This is an optimization exercise on Yosys and OpenROAD, whose aim is small area, not a production implementation. In this exercise RTL edits were held to simulation tests only and were not proved equivalent to the original. Power is estimated from default activity; no workload was simulated.

## flow/flow/resyn.tcl

```tcl
# Re-maps the combinational logic of the standard synthesis netlist for
# area. Registers (and tie cells) are kept as they are, with their names.
yosys -import
set lib $::env(LIB_FILE)
read_liberty -ignore_miss_func $lib
read_verilog $::env(IN_NETLIST)
hierarchy -top $::env(DESIGN_NAME)
set keep {}
foreach c [split $::env(KEEP_CELLS)] {
  if { $c ne "" } { setattr -mod -set keep_hierarchy 1 $c }
}
flatten
yosys rename -hide w:*.*
opt_clean -purge
opt_clean -purge
set dont_use {}
foreach c $::env(DONT_USE_LIST) { lappend dont_use -dont_use $c }
abc -liberty $lib {*}$dont_use -script $::env(ABC_SCRIPT_FILE)
splitnets
opt_clean -purge
hilomap -singleton -hicell sky130_fd_sc_hd__conb_1 HI -locell sky130_fd_sc_hd__conb_1 LO
insbuf -buf sky130_fd_sc_hd__buf_4 A X
opt_clean -purge
tee -o $::env(OUT_STAT) stat -liberty $lib
select -module $::env(DESIGN_NAME)
write_verilog -noattr -nohex -nodec -selected $::env(OUT_NETLIST)
```

## flow/config.mk

```make
export PLATFORM = sky130hd
export DESIGN_NAME = ring_rx
export DESIGN_NICKNAME = ring_rx
export VERILOG_FILES = /design/flow/design.v
export SDC_FILE = /design/flow/constraint.sdc
export NUM_CORES = 4
export LEC_CHECK = 0
export CAP_MARGIN = 20
export CORE_MARGIN = 2
export CORE_UTILIZATION = 40
export CTS_BUF_LIST = sky130_fd_sc_hd__clkbuf_8
export CTS_CLUSTER_DIAMETER = 100
export CTS_CLUSTER_SIZE = 15
export PLACE_DENSITY = 0.6
export SLEW_MARGIN = 20
```

## flow/design.v

```verilog
module ring_rx (
    input  wire         clk,
    input  wire         rst,
    input  wire         cg_valid,
    input  wire [9:0]   cg,
    output wire         hdr_valid,
    output wire [127:0] hdr_data,
    output wire         dat_valid,
    output wire [7:0]   dat_byte,
    output wire         blk_valid,
    output wire [7:0]   blk_node,
    output wire [7:0]   blk_kind,
    output wire [15:0]  blk_len,
    output wire [1:0]   blk_status,
    output wire         end_valid,
    output wire [1:0]   end_kind,
    output wire [1:0]   end_hdr,
    output reg  [31:0]  hdr_crc_errors,
    output reg  [31:0]  blk_crc_errors,
    output reg  [31:0]  batons_aborted,
    output reg  [31:0]  code_violations
);
    reg       v_q;
    reg [9:0] c_q;
    always @(posedge clk) begin
        v_q <= cg_valid & ~rst;
        c_q <= cg;
    end
    reg rd;    
    wire [5:0] rx6 = {c_q[0], c_q[1], c_q[2], c_q[3], c_q[4], c_q[5]};
    wire [3:0] rx4 = {c_q[6], c_q[7], c_q[8], c_q[9]};
    reg [4:0] x6;
    reg       bal6;     
    reg       hit6;     
    reg       hitp6;    
    always @(*) begin
        hit6 = 1'b1;
        case (rx6)
            6'b100111: x6 = 5'd0;
            6'b011101: x6 = 5'd1;
            6'b101101: x6 = 5'd2;
            6'b110001: x6 = 5'd3;
            6'b110101: x6 = 5'd4;
            6'b101001: x6 = 5'd5;
            6'b011001: x6 = 5'd6;
            6'b111000: x6 = 5'd7;
            6'b111001: x6 = 5'd8;
            6'b100101: x6 = 5'd9;
            6'b010101: x6 = 5'd10;
            6'b110100: x6 = 5'd11;
            6'b001101: x6 = 5'd12;
            6'b101100: x6 = 5'd13;
            6'b011100: x6 = 5'd14;
            6'b010111: x6 = 5'd15;
            6'b011011: x6 = 5'd16;
            6'b100011: x6 = 5'd17;
            6'b010011: x6 = 5'd18;
            6'b110010: x6 = 5'd19;
            6'b001011: x6 = 5'd20;
            6'b101010: x6 = 5'd21;
            6'b011010: x6 = 5'd22;
            6'b111010: x6 = 5'd23;
            6'b110011: x6 = 5'd24;
            6'b100110: x6 = 5'd25;
            6'b010110: x6 = 5'd26;
            6'b110110: x6 = 5'd27;
            6'b001110: x6 = 5'd28;
            6'b101110: x6 = 5'd29;
            6'b011110: x6 = 5'd30;
            6'b101011: x6 = 5'd31;
            6'b011000: x6 = 5'd0;
            6'b100010: x6 = 5'd1;
            6'b010010: x6 = 5'd2;
            6'b001010: x6 = 5'd4;
            6'b000111: x6 = 5'd7;
            6'b000110: x6 = 5'd8;
            6'b101000: x6 = 5'd15;
            6'b100100: x6 = 5'd16;
            6'b000101: x6 = 5'd23;
            6'b001100: x6 = 5'd24;
            6'b001001: x6 = 5'd27;
            6'b010001: x6 = 5'd29;
            6'b100001: x6 = 5'd30;
            6'b010100: x6 = 5'd31;
            default: begin x6 = 5'd0; hit6 = 1'b0; end
        endcase
    end
    wire [2:0] ones6 = {2'd0, rx6[0]} + {2'd0, rx6[1]} + {2'd0, rx6[2]} +
                       {2'd0, rx6[3]} + {2'd0, rx6[4]} + {2'd0, rx6[5]};
    wire [2:0] ones4 = {2'd0, rx4[0]} + {2'd0, rx4[1]} + {2'd0, rx4[2]} + {2'd0, rx4[3]};
    wire more6 = ones6 > 3'd3;
    wire less6 = ones6 < 3'd3;
    wire six_pos = more6 || rx6 == 6'b000111;
    wire six_neg = less6 || rx6 == 6'b111000;
    wire v6  = hit6 & (rd ? ~more6 & rx6 != 6'b111000 : ~less6 & rx6 != 6'b000111);
    wire rd6 = six_pos ? 1'b1 : six_neg ? 1'b0 : rd;
    wire four_pos = ones4 > 3'd2 || rx4 == 4'b0011;
    wire four_neg = ones4 < 3'd2 || rx4 == 4'b1100;
    wire rd_next  = four_pos ? 1'b1 : four_neg ? 1'b0 : rd6;
    wire a7n = x6 == 5'd17 || x6 == 5'd18 || x6 == 5'd20;
    wire a7p = x6 == 5'd11 || x6 == 5'd13 || x6 == 5'd14;
    reg [2:0] y4;
    reg       v4;
    always @(*) begin
        v4 = 1'b0;
        y4 = 3'd0;
        case (rx4)
            4'b1011: begin y4 = 3'd0; v4 = ~rd6; end
            4'b0100: begin y4 = 3'd0; v4 =  rd6; end
            4'b1001: begin y4 = 3'd1; v4 = 1'b1; end
            4'b0101: begin y4 = 3'd2; v4 = 1'b1; end
            4'b1100: begin y4 = 3'd3; v4 = ~rd6; end
            4'b0011: begin y4 = 3'd3; v4 =  rd6; end
            4'b1101: begin y4 = 3'd4; v4 = ~rd6; end
            4'b0010: begin y4 = 3'd4; v4 =  rd6; end
            4'b1010: begin y4 = 3'd5; v4 = 1'b1; end
            4'b0110: begin y4 = 3'd6; v4 = 1'b1; end
            4'b1110: begin y4 = 3'd7; v4 = ~rd6 & ~a7n; end
            4'b0111: begin y4 = 3'd7; v4 = ~rd6 &  a7n; end
            4'b0001: begin y4 = 3'd7; v4 =  rd6 & ~a7p; end
            4'b1000: begin y4 = 3'd7; v4 =  rd6 &  a7p; end
            default: ;
        endcase
    end
    wire [7:0] dbyte  = {y4, x6};
    wire       is_d   = v6 & v4;
    wire       kx7    = v6 & (rx4 == (rd6 ? 4'b1000 : 4'b0111));
    wire       is_sob = kx7 & x6 == 5'd27;
    wire       is_eob = kx7 & x6 == 5'd29;
    wire       is_abt = kx7 & x6 == 5'd30;
    wire       is_com = rd ? (rx6 == 6'b110000 && rx4 == 4'b0101)
                           : (rx6 == 6'b001111 && rx4 == 4'b1010);
    wire       is_ctl = is_sob | is_eob | is_abt | is_com;
    wire       is_bad = ~is_d & ~is_ctl;
    wire [7:0] mbyte  = is_d ? dbyte : 8'd0;
    localparam [2:0] ST_OUT  = 3'd0;
    localparam [2:0] ST_HDR  = 3'd1;
    localparam [2:0] ST_BHDR = 3'd2;
    localparam [2:0] ST_BDAT = 3'd3;
    localparam [2:0] ST_BCRC = 3'd4;
    localparam [2:0] ST_SKIP = 3'd5;    
    localparam [2:0] ST_HERR = 3'd6;    
    reg [2:0]   state;
    reg [12:0]  bcount;    
    reg [31:0]  crc;
    reg         poison;
    reg [127:0] hbuf_n;
    reg [7:0]   wcnt;      
    function [31:0] crc32_byte(input [31:0] c, input [7:0] b);
        integer j;
        reg [31:0] r;
        begin
            r = c ^ {24'd0, b};
            for (j = 0; j < 8; j = j + 1)
                r = r[0] ? ((r >> 1) ^ 32'hEDB88320) : (r >> 1);
            crc32_byte = r;
        end
    endfunction
    wire [31:0] crc_next = crc32_byte(crc, dbyte);
    wire        crc_ok   = crc_next == 32'hDEBB20E3 && !poison && is_d;
    wire [1:0] pos    = bcount[1:0];
    wire       inb    = state != ST_OUT;
    wire       isbyte = v_q & ~is_ctl;
    wire       ctl    = v_q & is_ctl;
    wire       toolong = bcount[12];
    wire       nbyte  = isbyte & inb & ~toolong;    
    wire       eb     = (ctl & inb) | (isbyte & inb & toolong);    
    wire [7:0] b_node  = ~hbuf_n[7:0];
    wire [7:0] b_kind  = ~hbuf_n[15:8];
    wire [7:0] b_lenlo = ~hbuf_n[23:16];
    wire [7:0] b_lenhi = ~hbuf_n[31:24];
    wire [15:0] len_next = {mbyte, b_lenlo};
    wire        len_ok   = len_next[1:0] == 2'b00 && len_next[15:10] == 6'd0 && len_next[9:2] != 8'd0;
    wire h_last  = state == ST_HDR  && bcount[4:0] == 5'd19;
    wire bh_last = state == ST_BHDR && pos == 2'd3;
    wire bc_last = state == ST_BCRC && pos == 2'd3;
    wire bd_last = state == ST_BDAT && pos == 2'd3 && wcnt == {b_lenhi[1:0], b_lenlo[7:2]};
    wire open_blk = (state == ST_BHDR && pos != 2'd0) || state == ST_BDAT || state == ST_BCRC;
    wire ev_hdr_ok  = nbyte & h_last & crc_ok;
    wire ev_hdr_bad = nbyte & h_last & ~crc_ok;
    wire ev_len_bad = nbyte & bh_last & ~len_ok;
    wire ev_blk_end = nbyte & bc_last;
    wire ev_blk_bad = ev_blk_end & ~crc_ok;
    wire ev_short   = eb & open_blk;
    assign hdr_valid = ev_hdr_ok;
    assign hdr_data  = ~hbuf_n & {128{ev_hdr_ok}};
    assign dat_valid = nbyte & state == ST_BDAT;
    assign dat_byte  = mbyte & {8{dat_valid}};
    assign blk_valid = ev_len_bad | ev_blk_end | ev_short;
    wire   kind_in   = ~(ev_short && state == ST_BHDR && pos == 2'd1);
    wire   lenl_in   = ~(ev_short && state == ST_BHDR && pos != 2'd3);
    wire   lenh_in   = ~(ev_short && state == ST_BHDR);
    assign blk_node  = b_node & {8{blk_valid}};
    assign blk_kind  = b_kind & {8{blk_valid & kind_in}};
    assign blk_len[15:10] = mbyte[7:2] & {6{ev_len_bad}};
    assign blk_len[9:8]   = (ev_len_bad ? mbyte[1:0] : b_lenhi[1:0] & {2{lenh_in}}) & {2{blk_valid}};
    assign blk_len[7:0]   = b_lenlo & {8{blk_valid & lenl_in}};
    assign blk_status = ev_short ? 2'd2 : ev_len_bad ? 2'd3 : {1'b0, ev_blk_bad};
    assign end_valid = eb;
    assign end_kind  = ~eb ? 2'd0 : ~v_q | ~is_ctl ? 2'd3 : is_eob ? 2'd0 : is_abt ? 2'd1 : 2'd2;
    assign end_hdr   = ~eb ? 2'd0 : state == ST_HDR ? 2'd2 : state == ST_HERR ? 2'd1 : 2'd0;
    wire unit_start = (ctl & is_sob) | (nbyte & (h_last | bc_last));
    always @(posedge clk) begin
        if (rst) begin
            rd    <= 1'b0;
            state <= ST_OUT;
        end else if (v_q) begin
            rd <= rd_next;
            if (is_sob)
                state <= ST_HDR;
            else if (eb)
                state <= ST_OUT;
            else if (nbyte) begin
                case (state)
                    ST_HDR:  if (h_last) state <= crc_ok ? ST_BHDR : ST_HERR;
                    ST_BHDR: if (bh_last) state <= len_ok ? ST_BDAT : ST_SKIP;
                    ST_BDAT: if (bd_last) state <= ST_BCRC;
                    ST_BCRC: if (bc_last) state <= ST_BHDR;
                    default: ;
                endcase
            end
        end
    end
    wire        bc_clr = v_q & is_sob;
    wire [13:0] bc_cy;
    assign bc_cy[0] = v_q & ~is_ctl;
    genvar gi;
    generate
        for (gi = 0; gi < 13; gi = gi + 1) begin : g_bc
            assign bc_cy[gi+1] = bc_cy[gi] & bcount[gi];
        end
    endgenerate
    wire       w_clr = state != ST_BDAT;
    wire [8:0] w_cy;
    assign w_cy[0] = nbyte & pos == 2'd0;
    generate
        for (gi = 0; gi < 8; gi = gi + 1) begin : g_w
            assign w_cy[gi+1] = w_cy[gi] & wcnt[gi];
        end
    endgenerate
    always @(posedge clk) begin
        bcount <= (bcount ^ bc_cy[12:0]) & {13{~bc_clr}};
        wcnt   <= (wcnt ^ w_cy[7:0]) & {8{~w_clr}};
    end
    wire hslot_hdr = nbyte && state == ST_HDR && !bcount[4];
    wire hslot_blk = nbyte && state == ST_BHDR;
    integer k;
    always @(posedge clk) begin
        if (v_q) begin
            if (unit_start) begin
                crc    <= 32'hFFFFFFFF;
                poison <= 1'b0;
            end else begin
                crc    <= crc_next;
                poison <= poison | is_bad;
            end
        end
        for (k = 0; k < 16; k = k + 1) begin
            if ((hslot_hdr && bcount[3:0] == k) || (k < 4 && hslot_blk && pos == k))
                hbuf_n[8*k +: 8] <= ~mbyte;
        end
    end
    wire inc_hce = ev_hdr_bad;
    wire inc_bce = ev_blk_bad;
    wire inc_ab  = ctl & inb & is_abt;
    wire inc_cv  = v_q & is_bad;
    wire [32:0] cy_hce, cy_bce, cy_ab, cy_cv;
    assign cy_hce[0] = inc_hce & ~&hdr_crc_errors;
    assign cy_bce[0] = inc_bce & ~&blk_crc_errors;
    assign cy_ab[0]  = inc_ab  & ~&batons_aborted;
    assign cy_cv[0]  = inc_cv  & ~&code_violations;
    generate
        for (gi = 0; gi < 32; gi = gi + 1) begin : g_cnt
            assign cy_hce[gi+1] = cy_hce[gi] & hdr_crc_errors[gi];
            assign cy_bce[gi+1] = cy_bce[gi] & blk_crc_errors[gi];
            assign cy_ab[gi+1]  = cy_ab[gi]  & batons_aborted[gi];
            assign cy_cv[gi+1]  = cy_cv[gi]  & code_violations[gi];
        end
    endgenerate
    always @(posedge clk) begin
        hdr_crc_errors  <= (hdr_crc_errors  ^ cy_hce[31:0]) & {32{~rst}};
        blk_crc_errors  <= (blk_crc_errors  ^ cy_bce[31:0]) & {32{~rst}};
        batons_aborted  <= (batons_aborted  ^ cy_ab[31:0])  & {32{~rst}};
        code_violations <= (code_violations ^ cy_cv[31:0])  & {32{~rst}};
    end
endmodule
```

## flow/constraint.sdc

```tcl
create_clock -name core_clock -period 20.0 [get_ports {clk}]
set_input_delay 4.0000 -clock core_clock [delete_from_list [all_inputs] [get_ports {clk}]]
set_output_delay 4.0000 -clock core_clock [all_outputs]
set_load 0.01 [all_outputs]
```

## flow/flow/run.sh

```bash
#!/bin/bash
# Standard ORFS layout with two changes:
#  - after the standard synthesis, the combinational logic is re-mapped for
#    area with ABC (registers and their names are kept exactly);
#  - buffer_ports puts the smallest plain buffer on every input and output.
set -euo pipefail
W=$(pwd)
R=$W/orfs/results/$FLOW_PLATFORM/ring_rx/base
export BUFFER_PORTS_ARGS="-buffer_cell sky130_fd_sc_hd__buf_1"

bash standard.sh synth > $W/log_1_standard_synth.log 2>&1

# Flip-flop and tie cell types in the standard netlist are kept.
KEEP=$(grep -oE '^ *sky130_fd_sc_hd__(dfxtp|edfxtp|dfrtp|dfstp|dfxbp|sdfxtp|conb)_[0-9]+' $R/1_2_yosys.v | sort -u | tr -d ' ' | tr '\n' ' ')
DU=$(make -s -C $FLOW_HOME DESIGN_CONFIG=$W/config.mk WORK_HOME=$W/orfs print-DONT_USE_CELLS 2>/dev/null | sed 's/^DONT_USE_CELLS: *//' || true)
cp $R/1_2_yosys.v $W/standard_1_2_yosys.v
LIB_FILE=$FLOW_HOME/platforms/$FLOW_PLATFORM/lib/sky130_fd_sc_hd__tt_025C_1v80.lib \
IN_NETLIST=$W/standard_1_2_yosys.v OUT_NETLIST=$W/resyn.v OUT_STAT=$W/resyn_stat.txt \
DESIGN_NAME=$FLOW_TOP KEEP_CELLS="$KEEP" DONT_USE_LIST="$DU" ABC_SCRIPT_FILE=$W/flow/area.abc \
  yosys -c $W/flow/resyn.tcl > $W/log_2_resyn.log 2>&1
cp $W/resyn.v $R/1_2_yosys.v
touch $R/1_2_yosys.v

bash standard.sh finish > $W/log_3_standard_finish.log 2>&1
```

## flow/flow/area.abc

```
strash
balance; rewrite; refactor; balance; rewrite; rewrite -z; balance; refactor -z; rewrite -z; balance
dch
amap
topo
```

## flow/standard.sh

```bash
#!/bin/bash
# synth_recipe.tcl (not shown) runs the flow's synth.tcl, then flattens the netlist and writes it again
# the make line also repeats each setting of config.mk as NAME=value (left out here)
make -C /OpenROAD-flow-scripts/flow DESIGN_CONFIG=/design/flow/config.mk WORK_HOME=/design/flow/orfs CLKGATE_MAP_FILE= SYNTH_SCRIPT=/design/flow/synth_recipe.tcl "${@:-finish}"
```

==> results.cfg, run 1 <==
[outcome]
status = complete, no violations

[worst_hold_path]
hold_class = register to register

[floorplanning]
die_w_um = 194.0
die_area_um2 = 37630
initial_core_util_pct = 40.59
core_um2 = 35570
ioPinCount = 319
die_y_um = 194.0
num_rows = 69

[global_routing]
antenna_found_initial = 1
grt_usage_pct = 20.68
grt_max_degree = 117
grt_pass1_vias = 11860
gr-total-overflow = 0
grt_pass1_wl_um = 63640

[setup_path]
regToRegEndpoint = hdr_crc_errors[30]
startpoint = c_q[9]
r2r-start = c_q[9]
r2r_cells = 31
cp-end-kind = output pin
start_kind = register
critPathArrivalTime_ns = 6.73
crit_path_end = hdr_data[1]
reg2reg_slack_ns = 12.14
path_class = register to output pin
critPathRequiredTime_ns = 16.00
crit_fanout = 116

[route]
drc = 0
firstDrtPassIters = 6
wl_per_cell_um = 16.40
drtAntennaViolNets = 0
drt-total-wl_um = 40160
drt_iter0_drc = 839
vias = 12910
routed_via_density = 5.275

[clocking]
htreeDepth = 1
cts_root_buffer = clkbuf_8
numCtsBuffers = 26
post_cts_buffers = 0
clockBufferDepth = 3
cts_hold_buffers = 0
cts.sinks = 331
clk_pin_slew_ns = 0.11
clk-insertion-delay-late_ns = 0.60
cts_tree = built
cts_resized = 0

[placed_design]
gp_congestion = 0.9326
port_buffers = 318
detailed_place_hpwl_um = 29720

[power]
power_density_nw_per_um2 = 74.87
fin_total_pwr_mw = 1.256
peakVddDrop_mv = 0.04334
p_leak_nw = 5.176

[sta]
period_share_pct = 53.66
finalSetupViolCount = 0
hold_violations = 0
setup_tns_ns = 0
maxSlewHeadroom_pct = 32.60
worstMarginPinSlew_ns = 1.011
finalClockSkew_ns = 0.03884
finalCriticalPeriod_ns = 10.73
fmax_mhz = 93.17
whs_ns = 0.4833
finalMaxSlewViolations = 0
grt_setup_unrepaired = false

[cells_and_area]
drive_above_1_share_pct = 2.365
final_nets = 1984
area_growth_syn_to_layout_pct = 16.19
num_antenna_cells = 0
utilization_pct = 47.16
fillers = 3484

[synth]
syn_area_um2 = 14440
syn_nets = 1622
ys_warn_count = 1
avgSynthCellArea_um2 = 8.973
synthCells = 1609

[job]
maxCapViolCount = 0
critical path: stages, from the launching register on:
cell and delay [ns]:
dfxtp_1 0.49, clkinv_1 0.27, nor2_1 0.24, nor2_1 0.11, a211oi_1 0.39, nor2_1 0.07, a21oi_1 0.37, clkinv_1 0.34
o22ai_1 0.45, clkinv_1 0.29, nor2_1 0.25, nand4_1 0.09, or4_1 0.40, or4_1 0.41, or3_1 0.45, nor2_1 0.31
clkinv_2 0.24, buf_4 0.47, nor2_1 0.24, buf_1 0.18
layer usage:
metal | track usage, % | wire, um
met1 | 27.27 | 17730
met2 | 34.11 | 18090
met3 | 4.192 | 2913
met4 | 6.762 | 1416
met5 | 0 | 13
registers in the layout, summed over array words and instances (netlist names):
name	flops
dbyte	5
wcnt	8
hdr_crc_errors	32
crc	32
code_violations	32
c_q	10
poison	1
v_q	1
hit6	1
state	3
bcount	13
rd	1
blk_crc_errors	32
batons_aborted	32
hbuf_n	128
cell type report:
class	count	area, um^2	area share (%)
sequential	331	8238	49.11
clock inverter	18	86.33	0.5147
multi-input combinational	1133	5655	33.71
inverter	145	545.5	3.252
clock buffer	26	357.8	2.133
timing repair buffer	334	1315	7.839
tap	461	576.8	3.439
worst min-delay path by stage:
stage / end / from / cells after the start
after floorplan: bcount[12] / bcount[12] / 1
final: bcount[12] / bcount[12] / 1
after global routing: bcount[1] / bcount[1] / 2
after detailed placement: bcount[12] / bcount[12] / 1
after CTS: blk_crc_errors[29] / blk_crc_errors[29] / 2
after global placement: bcount[12] / bcount[12] / 1
placed cells by master (no fill, tap or decap), types with 10 or more instances in the layout:
master / instances
nand2_1: 120
a21oi_1: 52
o21ai_0: 45
nor4_1: 22
a211oi_1: 50
nor3b_1: 18
buf_1: 317
nor3_1: 103
nor2_1: 453
a221oi_1: 10
clkinv_1: 144
or4_1: 23
nand4_1: 22
clkbuf_8: 26
o22ai_1: 25
dfxtp_1: 170
or2_0: 17
and3_1: 20
and2_0: 13
buf_4: 15
edfxtp_1: 161
inv_1: 15
nand3_1: 32
or3_1: 22
nor2b_1: 15
report_power, final:
part           switching, mW  leakage, nW  internal (mW)  total [mW]
Clock                  0.220        0.282          0.123       0.343
Sequential            0.0138         2.81          0.739       0.753
Combinational          0.113         2.08         0.0469       0.160
Total                  0.347         5.18          0.909        1.26
through the flow:
step,std cells,worst slack [ns],instance area (um^2)
5_1_grt,2448,8.769,16770
6_report,2448,9.267,16770
2_1_floorplan,1609,9.516,14440
4_1_cts,2448,9.374,16770
3_3_place_gp,2403,10.12,16330
3_5_place_dp,2404,10.07,16330
==> inputs of run 2 (changes only) <==
--- a/flow/config.mk
+++ b/flow/config.mk
@@ -9,7 +9,4 @@
 export CORE_MARGIN = 2
 export CORE_UTILIZATION = 40
-export CTS_BUF_LIST = sky130_fd_sc_hd__clkbuf_8
-export CTS_CLUSTER_DIAMETER = 100
-export CTS_CLUSTER_SIZE = 15
 export PLACE_DENSITY = 0.6
 export SLEW_MARGIN = 20
==> results.cfg, run 2 <==
[outcome]
status = complete, no violations

[synth]
synthCells = 1609
syn_nets = 1622
avgSynthCellArea_um2 = 8.973
ys_warn_count = 1
syn_area_um2 = 14440

[global_routing]
grt_usage_pct = 20.94
grt_max_degree = 117
grt_pass1_vias = 12000
gr-total-overflow = 0
grt_pass1_wl_um = 64180
antenna_found_initial = 1

[clocking]
clk_pin_slew_ns = 0.06
htreeDepth = 2
clockBufferDepth = 3
cts.sinks = 331
post_cts_buffers = 0
cts_hold_buffers = 0
clk-insertion-delay-late_ns = 0.52
cts_root_buffer = clkbuf_16
cts_tree = built
cts_resized = 0
numCtsBuffers = 37

[cells_and_area]
seq_area_um2 = 8238
final_nets = 1995
drive_above_1_share_pct = 3.930
area_growth_syn_to_layout_pct = 21.62
layout_common_cells = nor2_1 (453), buf_1 (317), dfxtp_1 (170)
largest_reg_flops = 128
multiInputGateArea_um2 = 5655
utilization_pct = 49.37
final_area_um2 = 17560
fillers = 3405
layout_commonest_cell = nor2_1
top_register = hbuf_n
num_antenna_cells = 0

[sta]
setup_ws_ns = 9.281
period_share_pct = 53.59
maxSlewHeadroom_pct = 32.73
finalMaxSlewViolations = 0
hold_violations = 0
worstMarginPinSlew_ns = 1.009
grt_setup_unrepaired = false
setup_tns_ns = 0
finalCriticalPeriod_ns = 10.72
finalSetupViolCount = 0
fmax_mhz = 93.30
finalClockSkew_ns = 0.03107

[floorplanning]
die_area_um2 = 37630
num_rows = 69
die_y_um = 194.0
initial_core_util_pct = 40.59
core_um2 = 35570
die_w_um = 194.0
ioPinCount = 319

[power]
p_leak_nw = 5.486
peakVddDrop_mv = 0.05887
power_density_nw_per_um2 = 90.37

[setup_path]
path_class = register to output pin
critical-path-slowest-cell = dfxtp_1
cp_top_family = simple AND/OR/NAND/NOR gates
crit_fanout = 116
cp_cell_sequence = clkinv_1, nor2_1, nor2_1, a211oi_1, nor2_1, a21oi_1, clkinv_1, o22ai_1, clkinv_1, nor2_1, nand4_1, or4_1, or4_1, or3_1, nor2_1, clkinv_2, buf_4, nor2_1, buf_1
cp-end-kind = output pin
critPathArrivalTime_ns = 6.72
critPathMaxStageDelay_ns = 0.48
start_kind = register
cpMostUsedCell = nor2_1
critPathRequiredTime_ns = 16.00
critPathBufInv = 6

[placed_design]
gp_congestion = 0.9326
placed_area_um2 = 16330
dp_slack_ns = 10.07
detailed_place_hpwl_um = 29720
port_buffers = 318

[route]
drtAntennaViolNets = 0
routed_via_density = 5.276
drt-total-wl_um = 40470
firstDrtPassIters = 5
drc = 0
wl_per_cell_um = 16.38
vias = 13040
drt_iter0_drc = 920

[job]
maxCapViolCount = 0

[worst_hold_path]
hold_class = register to register
[run 2: worst register-to-register path: cells and delay by family (launching register included)]
family / cells / cell delay (ns)
and+or+nand+nor: 24 / 5.01
buffers and inverters: 3 / 0.94
AOI/OAI and AO/OA: 4 / 1.41
DFF: 1 / 0.48
[run 2: layout make-up]
class / instances / area share [%]
tap: 461 / 3.285
timing repair buffer: 334 / 7.489
clock inverter: 19 / 1.019
inverter: 145 / 3.107
sequential: 331 / 46.91
multi-input combinational: 1133 / 32.21
clock buffer: 48 / 5.978
[run 2: path summary, 6_finish.rpt]
kind         cells after the start                 end        from  slack [ns]
min reg2reg                      1          bcount[12]  bcount[12]        0.48
max reg2reg                     31  hdr_crc_errors[30]      c_q[9]       12.06
min                              1          bcount[12]  bcount[12]        0.48
max                             19         hdr_data[1]      c_q[9]        9.28
[run 2: power breakdown]
group	total, mW	switching, mW	internal [mW]
sequential	0.754	0.0138	0.740
clock	0.673	0.273	0.400
combinational	0.160	0.113	0.0469
[run 2: through the flow]
step	total power, mW	cells	hold slack (ns)
final	1.587	2471	0.4771
after global placement	0.9236	2403	0.4542
after detailed placement	0.9264	2404	0.4749
after floorplan	0.8727	1609	0.4375
after global routing	1.654	2471	0.5147
after CTS	1.601	2471	0.4837
[run 2: layer usage]
layer  share of wire, %  vias up  wire length, um  global-route usage, %
li1                   -     6502                -                      -
met4                3.2        2             1308                  7.379
met2                 45      507            18330                  34.35
met5              0.032        -               13                      0
met3                8.1       92             3275                  4.662
met1                 43     5935            17540                  27.29
==> inputs of run 3 (changes only) <==
--- a/flow/design.v
+++ b/flow/design.v
@@ -31,57 +31,31 @@
     wire [3:0] rx4 = {c_q[6], c_q[7], c_q[8], c_q[9]};
     reg [4:0] x6;
-    reg       bal6;     
-    reg       hit6;     
-    reg       hitp6;    
     always @(*) begin
-        hit6 = 1'b1;
+        x6 = {rx6[1], rx6[2], rx6[3], rx6[4], rx6[5]};
         case (rx6)
             6'b100111: x6 = 5'd0;
+            6'b011000: x6 = 5'd0;
             6'b011101: x6 = 5'd1;
+            6'b100010: x6 = 5'd1;
             6'b101101: x6 = 5'd2;
-            6'b110001: x6 = 5'd3;
+            6'b010010: x6 = 5'd2;
             6'b110101: x6 = 5'd4;
-            6'b101001: x6 = 5'd5;
-            6'b011001: x6 = 5'd6;
-            6'b111000: x6 = 5'd7;
-            6'b111001: x6 = 5'd8;
-            6'b100101: x6 = 5'd9;
-            6'b010101: x6 = 5'd10;
-            6'b110100: x6 = 5'd11;
-            6'b001101: x6 = 5'd12;
-            6'b101100: x6 = 5'd13;
-            6'b011100: x6 = 5'd14;
-            6'b010111: x6 = 5'd15;
-            6'b011011: x6 = 5'd16;
-            6'b100011: x6 = 5'd17;
-            6'b010011: x6 = 5'd18;
-            6'b110010: x6 = 5'd19;
-            6'b001011: x6 = 5'd20;
-            6'b101010: x6 = 5'd21;
-            6'b011010: x6 = 5'd22;
-            6'b111010: x6 = 5'd23;
-            6'b110011: x6 = 5'd24;
-            6'b100110: x6 = 5'd25;
-            6'b010110: x6 = 5'd26;
-            6'b110110: x6 = 5'd27;
-            6'b001110: x6 = 5'd28;
-            6'b101110: x6 = 5'd29;
-            6'b011110: x6 = 5'd30;
-            6'b101011: x6 = 5'd31;
-            6'b011000: x6 = 5'd0;
-            6'b100010: x6 = 5'd1;
-            6'b010010: x6 = 5'd2;
             6'b001010: x6 = 5'd4;
             6'b000111: x6 = 5'd7;
+            6'b111001: x6 = 5'd8;
             6'b000110: x6 = 5'd8;
+            6'b010111: x6 = 5'd15;
             6'b101000: x6 = 5'd15;
+            6'b011011: x6 = 5'd16;
             6'b100100: x6 = 5'd16;
             6'b000101: x6 = 5'd23;
+            6'b110011: x6 = 5'd24;
             6'b001100: x6 = 5'd24;
             6'b001001: x6 = 5'd27;
             6'b010001: x6 = 5'd29;
             6'b100001: x6 = 5'd30;
+            6'b101011: x6 = 5'd31;
             6'b010100: x6 = 5'd31;
-            default: begin x6 = 5'd0; hit6 = 1'b0; end
+            default: ;
         endcase
     end
@@ -93,5 +67,6 @@
     wire six_pos = more6 || rx6 == 6'b000111;
     wire six_neg = less6 || rx6 == 6'b111000;
-    wire v6  = hit6 & (rd ? ~more6 & rx6 != 6'b111000 : ~less6 & rx6 != 6'b000111);
+    wire v6  = rd ? (ones6 == 3'd2 && rx6 != 6'b110000 && rx6 != 6'b000011) || (ones6 == 3'd3 && rx6 != 6'b111000)
+                  : (ones6 == 3'd4 && rx6 != 6'b001111 && rx6 != 6'b111100) || (ones6 == 3'd3 && rx6 != 6'b000111);
     wire rd6 = six_pos ? 1'b1 : six_neg ? 1'b0 : rd;
     wire four_pos = ones4 > 3'd2 || rx4 == 4'b0011;
==> flow/flow/run.sh (replaced) <==
#!/bin/bash
# Standard ORFS layout with two changes:
#  - after the standard synthesis, the combinational logic is re-mapped for
#    area with ABC (registers and their names are kept exactly); several ABC
#    scripts are tried and the smallest netlist is used;
#  - buffer_ports puts the smallest plain buffer on every input and output.
set -euo pipefail
W=$(pwd)
R=$W/orfs/results/$FLOW_PLATFORM/ring_rx/base
export BUFFER_PORTS_ARGS="-buffer_cell sky130_fd_sc_hd__buf_1"

bash standard.sh synth > $W/log_1_standard_synth.log 2>&1

# Flip-flop and tie cell types in the standard netlist are kept.
KEEP=$(grep -oE '^ *sky130_fd_sc_hd__(dfxtp|edfxtp|dfrtp|dfstp|dfxbp|sdfxtp|conb)_[0-9]+' $R/1_2_yosys.v | sort -u | tr -d ' ' | tr '\n' ' ')
DU=$(make -s -C $FLOW_HOME DESIGN_CONFIG=$W/config.mk WORK_HOME=$W/orfs print-DONT_USE_CELLS 2>/dev/null | sed 's/^DONT_USE_CELLS: *//' || true)
cp $R/1_2_yosys.v $W/standard_1_2_yosys.v
best=""; best_area=""
for s in a1 a2 a3 a4; do
  LIB_FILE=$FLOW_HOME/platforms/$FLOW_PLATFORM/lib/sky130_fd_sc_hd__tt_025C_1v80.lib \
  IN_NETLIST=$W/standard_1_2_yosys.v OUT_NETLIST=$W/resyn_$s.v OUT_STAT=$W/resyn_stat_$s.txt \
  DESIGN_NAME=$FLOW_TOP KEEP_CELLS="$KEEP" DONT_USE_LIST="$DU" ABC_SCRIPT_FILE=$W/flow/$s.abc \
    yosys -c $W/flow/resyn.tcl > $W/log_2_resyn_$s.log 2>&1 &
done
wait
for s in a1 a2 a3 a4; do
  a=$(grep "Chip area for module '.$FLOW_TOP'" $W/resyn_stat_$s.txt | awk '{print $NF}' || true)
  echo "$s $a" >> $W/resyn_choice.txt
  if [[ -n "$a" && -s $W/resyn_$s.v ]]; then
    if [[ -z "$best" ]] || awk -v a="$a" -v b="$best_area" 'BEGIN{exit !(a<b)}'; then best=$s; best_area=$a; fi
  fi
done
echo "chosen $best $best_area" >> $W/resyn_choice.txt
if [[ -n "$best" ]]; then
  cp $W/resyn_$best.v $R/1_2_yosys.v
  touch $R/1_2_yosys.v
fi

bash standard.sh finish > $W/log_3_standard_finish.log 2>&1
==> flow/flow/a1.abc (new file) <==
strash
balance -l; resub -K 6 -l; rewrite -l; resub -K 6 -N 2 -l; refactor -l; resub -K 8 -l; balance -l; resub -K 8 -N 2 -l; rewrite -l; resub -K 10 -l; rewrite -z -l; resub -K 10 -N 2 -l; balance -l; resub -K 12 -l; refactor -z -l; resub -K 12 -N 2 -l; rewrite -z -l; balance -l
balance -l; resub -K 6 -l; rewrite -l; resub -K 6 -N 2 -l; refactor -l; resub -K 8 -l; balance -l; resub -K 8 -N 2 -l; rewrite -l; resub -K 10 -l; rewrite -z -l; resub -K 10 -N 2 -l; balance -l; resub -K 12 -l; refactor -z -l; resub -K 12 -N 2 -l; rewrite -z -l; balance -l
dch -f
amap
topo
==> flow/flow/a2.abc (new file) <==
strash
balance; rewrite; refactor; balance; rewrite; rewrite -z; balance; refactor -z; rewrite -z; balance
dch
amap
topo
==> flow/flow/a3.abc (new file) <==
strash
&get -n
&st
&syn2
&synch2
&dch -f
&nf -a -p -R 1000
&put
topo
==> flow/flow/a4.abc (new file) <==
strash
balance; rewrite; refactor; balance; rewrite; rewrite -z; balance; refactor -z; rewrite -z; balance
balance; rewrite; refactor; balance; rewrite; rewrite -z; balance; refactor -z; rewrite -z; balance
dch -f
amap -m
topo
--- a/flow/config.mk
+++ b/flow/config.mk
@@ -9,4 +9,7 @@
 export CORE_MARGIN = 2
 export CORE_UTILIZATION = 40
+export CTS_BUF_LIST = sky130_fd_sc_hd__clkbuf_8
+export CTS_CLUSTER_DIAMETER = 100
+export CTS_CLUSTER_SIZE = 15
 export PLACE_DENSITY = 0.6
 export SLEW_MARGIN = 20
removed: flow/flow/area.abc
==> results.cfg, run 3 <==
[outcome]
status = complete, no violations

[setup_path]
r2r-start = c_q[1]
reg2reg_slack_ns = 7.64
start_kind = register
crit_fanout = 124
cp-end-kind = output pin
path_class = register to output pin
r2r_cells = 48
critPathArrivalTime_ns = 9.46
critPathRequiredTime_ns = 16.00
critPathMaxStageDelay_ns = 0.64
regToRegEndpoint = blk_crc_errors[30]
critical-path-slowest-cell = a21oi_1
cpMostUsedCell = nor2_1

[power]
p_leak_nw = 5.158
peakVddDrop_mv = 0.04520
power_density_nw_per_um2 = 76.48
fin_total_pwr_mw = 1.295

[clocking]
cts_root_buffer = clkbuf_8
clockBufferDepth = 3
numCtsBuffers = 25
cts_tree = built
cts_hold_buffers = 0
post_cts_buffers = 0
clk-insertion-delay-late_ns = 0.60
cts_resized = 0
clk_pin_slew_ns = 0.11
cts.sinks = 325
htreeDepth = 1

[route]
firstDrtPassIters = 5
vias = 13280
drt_iter0_drc = 692
routed_via_density = 5.389
drtAntennaViolNets = 0
drt-total-wl_um = 43200
drc = 0
wl_per_cell_um = 17.52

[placed_design]
port_buffers = 318
placed_cells = 2421
gp_congestion = 0.9188
detailed_place_hpwl_um = 32180
dp_slack_ns = 7.175

[sta]
fmax_mhz = 74.31
period_share_pct = 67.28
finalClockSkew_ns = 0.03143
grt_setup_unrepaired = false
finalSetupViolCount = 0
finalCriticalPeriod_ns = 13.46
setup_tns_ns = 0
finalMaxSlewViolations = 0
hold_violations = 0
maxSlewHeadroom_pct = 35.00
setup_ws_ns = 6.543
worstMarginPinSlew_ns = 0.9647

[floorplanning]
initial_core_util_pct = 40.77
die_area_um2 = 37970
die_w_um = 194.9
ioPinCount = 319
die_y_um = 194.9
num_rows = 69
core_um2 = 35740

[worst_hold_path]
min_from = bcount[12]
hold_end = bcount[12]
holdPathStages = 1
hold_class = register to register

[cells_and_area]
layout_commonest_cell = nor2_1
final_nets = 2000
largest_reg_flops = 128
utilization_pct = 47.39
drive_above_1_share_pct = 2.545
final_cells = 2465
area_growth_syn_to_layout_pct = 16.22
top_register = hbuf_n
num_antenna_cells = 0
layout_common_cells = nor2_1 (413), buf_1 (317), clkinv_1 (170)
fillers = 3502

[synth]
syn_area_um2 = 14570
ys_warn_count = 1
synthCells = 1623
avgSynthCellArea_um2 = 8.979
syn_nets = 1636

[global_routing]
grt_pass1_vias = 12250
antenna_found_initial = 1
grt_max_degree = 125
gr-total-overflow = 0
grt_usage_pct = 22.22
grt_pass1_wl_um = 68590

[job]
maxCapViolCount = 0
-- run 3: stage by stage --
step	hold slack [ns]	instance area, um^2
after CTS	0.4837	16930
after detailed placement	0.4668	16500
after floorplan	0.4404	14570
final	0.4889	16940
after global placement	0.4539	16500
after global routing	0.5036	16940
-- run 3: per-layer routing --
| metal | global-route usage (%) | vias up | part of all wire (%) |
|---|---|---|---|
| met1 | 30.50 | 6187 | 45 |
| met3 | 3.436 | 37 | 7.1 |
| li1 | - | 6596 | - |
| met2 | 37.66 | 464 | 47 |
| met5 | 0 | - | 0 |
| met4 | 3.845 | 0 | 1.2 |
-- run 3: worst max-delay path: cells and delay by family (launching register included) --
family / cells / cell delay (ns)
compound gates: 11 / 3.28
simple gates: 14 / 2.84
buf+inv: 10 / 2.14
flops: 1 / 0.55
-- run 3: report_power, final --
| group | leakage [nW] | internal [mW] | total, mW | switching, mW |
|---|---|---|---|---|
| clock | 0.276 | 0.121 | 0.335 | 0.214 |
| sequential | 2.76 | 0.730 | 0.744 | 0.0144 |
| combinational | 2.13 | 0.0649 | 0.216 | 0.151 |
| total | 5.16 | 0.915 | 1.30 | 0.380 |
-- run 3: worst max path at each step --
| stage | from | to | slack, ns | cells past startpoint |
|---|---|---|---|---|
| after global routing | c_q[1] | hdr_data[29] | 5.71 | 35 |
| after CTS | c_q[1] | hdr_data[88] | 6.51 | 35 |
| after floorplan | c_q[0] | hdr_data[0] | 7.55 | 32 |
| after global placement | c_q[0] | hdr_data[88] | 7.06 | 35 |
| final | c_q[1] | hdr_data[88] | 6.54 | 35 |
| after detailed placement | c_q[1] | hdr_data[88] | 7.18 | 35 |
-- run 3: area by class of cell --
cell class,count,area [um^2],area share (%)
Inverter,171,643.1,3.797
Tap cell,461,576.8,3.406
Multi-Input combinational cell,1127,5824,34.39
Clock buffer,26,357.8,2.113
Sequential cell,325,8118,47.93
Clock inverter,18,72.57,0.4285
Timing Repair Buffer,337,1344,7.934
==> inputs of run 4 (changes only) <==
--- a/flow/config.mk
+++ b/flow/config.mk
@@ -8,8 +8,8 @@
 export CAP_MARGIN = 20
 export CORE_MARGIN = 2
-export CORE_UTILIZATION = 40
+export CORE_UTILIZATION = 55
 export CTS_BUF_LIST = sky130_fd_sc_hd__clkbuf_8
 export CTS_CLUSTER_DIAMETER = 100
 export CTS_CLUSTER_SIZE = 15
-export PLACE_DENSITY = 0.6
+export PLACE_DENSITY = 0.7
 export SLEW_MARGIN = 20
==> results.cfg, run 4 <==
[outcome]
status = complete, no violations

[cells_and_area]
area_growth_syn_to_layout_pct = 14.97
layout_common_cells = nor2_1 (413), buf_1 (317), clkinv_1 (170)
drive_above_1_share_pct = 2.401
largest_reg_flops = 128
final_cells = 2335
seq_area_um2 = 8118
multiInputGateArea_um2 = 5824
top_register = hbuf_n
layout_commonest_cell = nor2_1
final_nets = 1997
fillers = 2318

[clocking]
cts_hold_buffers = 0
numCtsBuffers = 25
cts_root_buffer = clkbuf_8
cts_tree = built
cts_resized = 0
clockBufferDepth = 3
cts.sinks = 325
clk_pin_slew_ns = 0.10
htreeDepth = 1
clk-insertion-delay-late_ns = 0.59
post_cts_buffers = 0

[global_routing]
gr-total-overflow = 0
grt_pass1_vias = 12520
grt_pass1_wl_um = 65210
grt_usage_pct = 28.73
antenna_found_initial = 1
grt_max_degree = 129

[sta]
setup_ws_ns = 6.360
grt_setup_unrepaired = false
period_share_pct = 68.20
setup_tns_ns = 0
finalClockSkew_ns = 0.02005
finalSetupViolCount = 0
worstMarginPinSlew_ns = 1.111
fmax_mhz = 73.31
hold_violations = 0
finalMaxSlewViolations = 0
maxSlewHeadroom_pct = 25.31
finalCriticalPeriod_ns = 13.64

[power]
combPwrFrac_pct = 16.5
p_sw_mw = 0.3714
power_density_nw_per_um2 = 76.76
pwr-share-seq_pct = 57.8
p_clk_share_pct = 25.7
p_leak_nw = 5.138
swShare_pct = 28.88
peakVddDrop_mv = 0.06285
fin_total_pwr_mw = 1.286
intPower_mw = 0.9147

[synth]
syn_area_um2 = 14570
ys_warn_count = 1
syn_nets = 1636
avgSynthCellArea_um2 = 8.979
synthCells = 1623

[setup_path]
cpMostUsedCell = nor2_1
crit_fanout = 128
critPathRequiredTime_ns = 16.00
critPathMaxStageDelay_ns = 0.71
critPathArrivalTime_ns = 9.64
cp-end-kind = output pin
reg2reg_slack_ns = 7.73
start_kind = register
critical-path-slowest-cell = a21oi_1
r2r_cells = 48
startpoint = c_q[0]
regToRegEndpoint = blk_crc_errors[30]
path_class = register to output pin
r2r-start = c_q[0]

[route]
drt_iter0_drc = 1125
drt-total-wl_um = 40830
firstDrtPassIters = 7
routed_via_density = 5.745
wl_per_cell_um = 17.49
vias = 13410
drc = 0
drtAntennaViolNets = 0

[placed_design]
gp_congestion = 0.9373
dp_slack_ns = 7.242
port_buffers = 318
placed_cells = 2292
detailed_place_hpwl_um = 30160

[floorplanning]
die_area_um2 = 27810
initial_core_util_pct = 55.92
num_rows = 59
ioPinCount = 319
core_um2 = 26060
die_w_um = 166.8
die_y_um = 166.8

[worst_hold_path]
min_from = wcnt[5]
holdPathStages = 2
hold_end = wcnt[5]
hold_class = register to register

[job]
maxCapViolCount = 0
-- run 4: metal layers --
layer	GRT usage, %	routed length, um	vias to the layer above
li1	-	-	6570
met1	38.95	17810	6178
met2	46.16	18350	579
met3	6.036	3391	87
met4	9.970	1280	0
met5	0	0	-
-- run 4: worst max path at each step --
stage	endpoint	cells after the start
finish	hdr_data[24]	35
CTS	hdr_data[124]	35
floorplan	hdr_data[0]	32
global placement	hdr_data[24]	35
detailed placement	hdr_data[124]	35
global route	hdr_data[27]	33
-- run 4: power groups by stage --
stage / clock (mW) / combinational (mW) / sequential, mW
finish: 0.330 / 0.213 / 0.743
global route: 0.365 / 0.239 / 0.746
CTS: 0.339 / 0.209 / 0.743
detailed placement: 0 / 0.208 / 0.758
global placement: 0 / 0.207 / 0.758
floorplan: 0 / 0.143 / 0.755
-- run 4: per-stage QoR --
stage | cell area (um^2) | utilization (%) | hold slack [ns]
final | 16750 | 64.30 | 0.4839
after global routing | 16750 | 64.29 | 0.5187
after CTS | 16740 | 64.25 | 0.4832
after detailed placement | 16320 | 62.62 | 0.4638
after global placement | 16320 | 62.62 | 0.4604
after floorplan | 14570 | - | 0.4404
-- run 4: critical path, delay by kind of cell, from the launching register on --
| family | cells | cell delay, ns |
|---|---|---|
| and+or+nand+nor | 13 | 2.93 |
| DFF | 1 | 0.53 |
| buffers and inverters | 11 | 2.21 |
| AOI/OAI and AO/OA | 11 | 3.27 |
-- run 4: cell type report --
class                   instances  share of cell area, %
clock buffers                  26                  2.136
clock inverters                16                 0.4107
inverters                     171                  3.838
flip-flops and latches        325                  48.45
well taps                     335                  2.502
multi-input cells            1127                  34.76
diodes                          1                0.01494
repair buffers                334                  7.886

static timing again, ports no longer ideal:
Ports are ideal in the flow. The routed layouts listed here were re-timed in OpenROAD. Step 1, drivers: a clkbuf_16 drives clk and a buf_2 each remaining input, both assumed. Step 2 moves the port delays by t, midway between the first and last clock arrival at a register: inputs arrive t later, outputs are due t later. That takes back most of the time a late clock gives input paths. Slacks: no drivers / after step 1 / after step 2; pairs: no drivers / after step 1.
run | t, ns | slack for setup (ns) | worst hold slack (ns) | worst register clock-pin slew, ns
run 1 | 0.631 | 9.267 / 9.218 / 9.848 | 0.483 / 0.483 / 0.483 | 0.11 / 0.11
run 2 | 0.556 | 9.281 / 9.230 / 9.786 | 0.477 / 0.477 / 0.477 | 0.07 / 0.07
run 3 | 0.633 | 6.543 / 6.495 / 7.128 | 0.489 / 0.489 / 0.489 | 0.11 / 0.11
run 4 | 0.624 | 6.360 / 6.312 / 6.936 | 0.484 / 0.484 / 0.484 | 0.11 / 0.11
After both steps setup and hold are still met in every run listed.
